Background: an optimization exercise with open tools, aiming at small area, a short achievable clock period and few clock cycles per item. Do not read the settings as production practice.
Function was checked by simulation only, so behaviour that the tests miss may differ from the original.

## cmac16
module cmac16 (
    input  wire         clk,
    input  wire         rst,         
    input  wire         in_valid,
    output wire         in_ready,
    input  wire [5:0]   in_op,       
    input  wire [3:0]   in_lane,     
    input  wire [4:0]   in_shift,    
    input  wire         in_sat,      
    input  wire [255:0] in_x,        
    input  wire [255:0] in_w,        
    output reg          resp_valid,
    output reg          resp_ovf,
    output reg  [255:0] resp_data
);
For scale: ~30000 cells after synthesis, about 3300 flip-flops, ~790 I/O pins, roughly 290000 sq um of cells after synthesis.
==> flow/config.mk <==
export PLATFORM = sky130hd
export DESIGN_NAME = cmac16
export DESIGN_NICKNAME = cmac16
export VERILOG_FILES = /design/flow/design.v
export SDC_FILE = /design/flow/constraint.sdc
export NUM_CORES = 8
export LEC_CHECK = 0
export CAP_MARGIN = 20
export CORE_MARGIN = 2
export CORE_UTILIZATION = 62
export PLACE_DENSITY = 0.72
export SLEW_MARGIN = 20
export SYNTH_HIERARCHICAL = 1
export TNS_END_PERCENT = 100
==> flow/constraint.sdc <==
create_clock -name core_clock -period 14.0 [get_ports {clk}]
set_input_delay 2.8000 -clock core_clock [delete_from_list [all_inputs] [get_ports {clk}]]
set_output_delay 2.8000 -clock core_clock [all_outputs]
set_load 0.01 [all_outputs]
standard.sh (not shown) runs the stock make flow with config.mk's settings and CLKGATE_MAP_FILE= SYNTH_SCRIPT=/design/flow/synth_recipe.tcl, a recipe that flattens the netlist after the stock synthesis.
==> flow/flow/run.sh <==
#!/bin/bash
# Layout flow: the standard ORFS flow (standard.sh), unchanged, run in two
# parts. Floorplan and placement run as standard; from clock tree synthesis
# on, the timing repair steps are asked for a setup slack of SETUP_MARGIN ns
# (flow/setup_margin) at the design's own clock period and constraints, so
# that they keep shortening the worst paths after the design meets the clock.
# (config.mk's SETUP_SLACK_MARGIN stops at 5 ns.) Sizing may change a cell's
# footprint (MATCH_CELL_FOOTPRINT=0), and ports are buffered with buf_4.
# Each tool's full output is in orfs/logs/; standard.sh's own output goes to
# standard_*.log here.
set -euo pipefail
cd "$(dirname "$0")/.."
MARGIN=$(cat flow/setup_margin)
KNOBS=(MATCH_CELL_FOOTPRINT=0 "BUFFER_PORTS_ARGS=-buffer_cell sky130_fd_sc_hd__buf_4")
bash standard.sh "${KNOBS[@]}" SETUP_SLACK_MARGIN=0 place > standard_place.log 2>&1
bash standard.sh "${KNOBS[@]}" SETUP_SLACK_MARGIN="$MARGIN" finish > standard_finish.log 2>&1
==> flow/flow/setup_margin <==
10
The first run went through all stages and came out clean.
Testbench counts at the start, summed over its fixed seeds: cycles 24,417, items 24,393.
Next try:
- CORE_UTILIZATION: 62 -> 65
- PLACE_DENSITY: 0.72 -> 0.75
Result: The changed run completed and failed the layout checks on antenna rules. Clock-buffer cell count falls by 34. Synthesized area stays the same. Final cell count came out lower by 0.70%. Global-route usage climbs by 1.9 points. Hold slack gains 0.037 ns. Sequential share of layout area hardly moves. Cell area is lower by 0.45%. Clock skew goes up by 0.0061 ns. Setup slack is better by 0.19 ns. First-iteration DRC count went down by 4.1%. Wire length is about the same.

========
Another version of the RTL of cmac16 (not shown whole).
Size: about 3300 flip-flops, roughly 790 I/O pins.
Design cmac16, start of the top module:
module cmac16 (
    input  wire         clk,
    input  wire         rst,         
    input  wire         in_valid,
    output wire         in_ready,
    input  wire [5:0]   in_op,       
    input  wire [3:0]   in_lane,     
    input  wire [4:0]   in_shift,    
    input  wire         in_sat,      
    input  wire [255:0] in_x,        
    input  wire [255:0] in_w,        
    output reg          resp_valid,
    output reg          resp_ovf,
    output reg  [255:0] resp_data
);
Settings: LEC_CHECK=0, CAP_MARGIN=20, CORE_MARGIN=2, CORE_UTILIZATION=65, PLACE_DENSITY=0.75, SLEW_MARGIN=20, SYNTH_HIERARCHICAL=1, TNS_END_PERCENT=100; clock period 14.0 ns.
Scripts as last shown in full above: flow/flow/run.sh, flow/flow/setup_margin
Testbench counts at the start, summed over its fixed seeds: cycles 24,417, items 24,393.
Edit:
==> flow/flow/setup_margin (replaced) <==
9.5
CORE_UTILIZATION = 60   (was 65)
PLACE_DENSITY = 0.7   (was 0.75)
Result: The changed run passed the timing, DRC and antenna checks. Core utilization decreases by 5.7 points. Worst setup slack is worse by 250 ps. Maximum frequency came out lower by a few percent. Design area went down slightly. Die area climbs by a little under a tenth.

-- what the ideal ports hide --
No port has a modelled driver above. Below, the same layouts with a new extraction and two added sets of constraints.
Step 1 (the two cells are an assumption about what drives the block):
set clk [get_ports {clk}]
set_driving_cell -lib_cell sky130_fd_sc_hd__clkbuf_16 $clk
set_driving_cell -lib_cell sky130_fd_sc_hd__buf_2 [delete_from_list [all_inputs] $clk]
Step 2 times the ports against the registers' clock, not the clock port: input delays grow and output delays shrink by t, the midpoint of the rising clock arrivals with the driver on.
Three values: ideal, step 1, step 2; two values: the first two.
| run | t, ns | slack for setup (ns) | worst setup path after step 2 | worst slew at a driven data input, ns |
|---|---|---|---|---|
| the first run of note 1 | 1.156 | 9.390 / 9.390 / 8.559 | input to register | 0.53 |
| the second run of note 1 | 1.146 | 9.582 / 9.447 / 8.832 | input to register | 0.56 |
| the first run of note 2 | 1.168 | 9.582 / 9.448 / 8.556 | input to register | 0.42 |
| the second run of note 2 | 1.158 | 9.337 / 9.337 / 8.366 | input to register | 0.40 |
For the first run of note 2, which loses most, drivers alone change the setup slack by -0.134 ns; drivers and shift together by -1.026 ns.
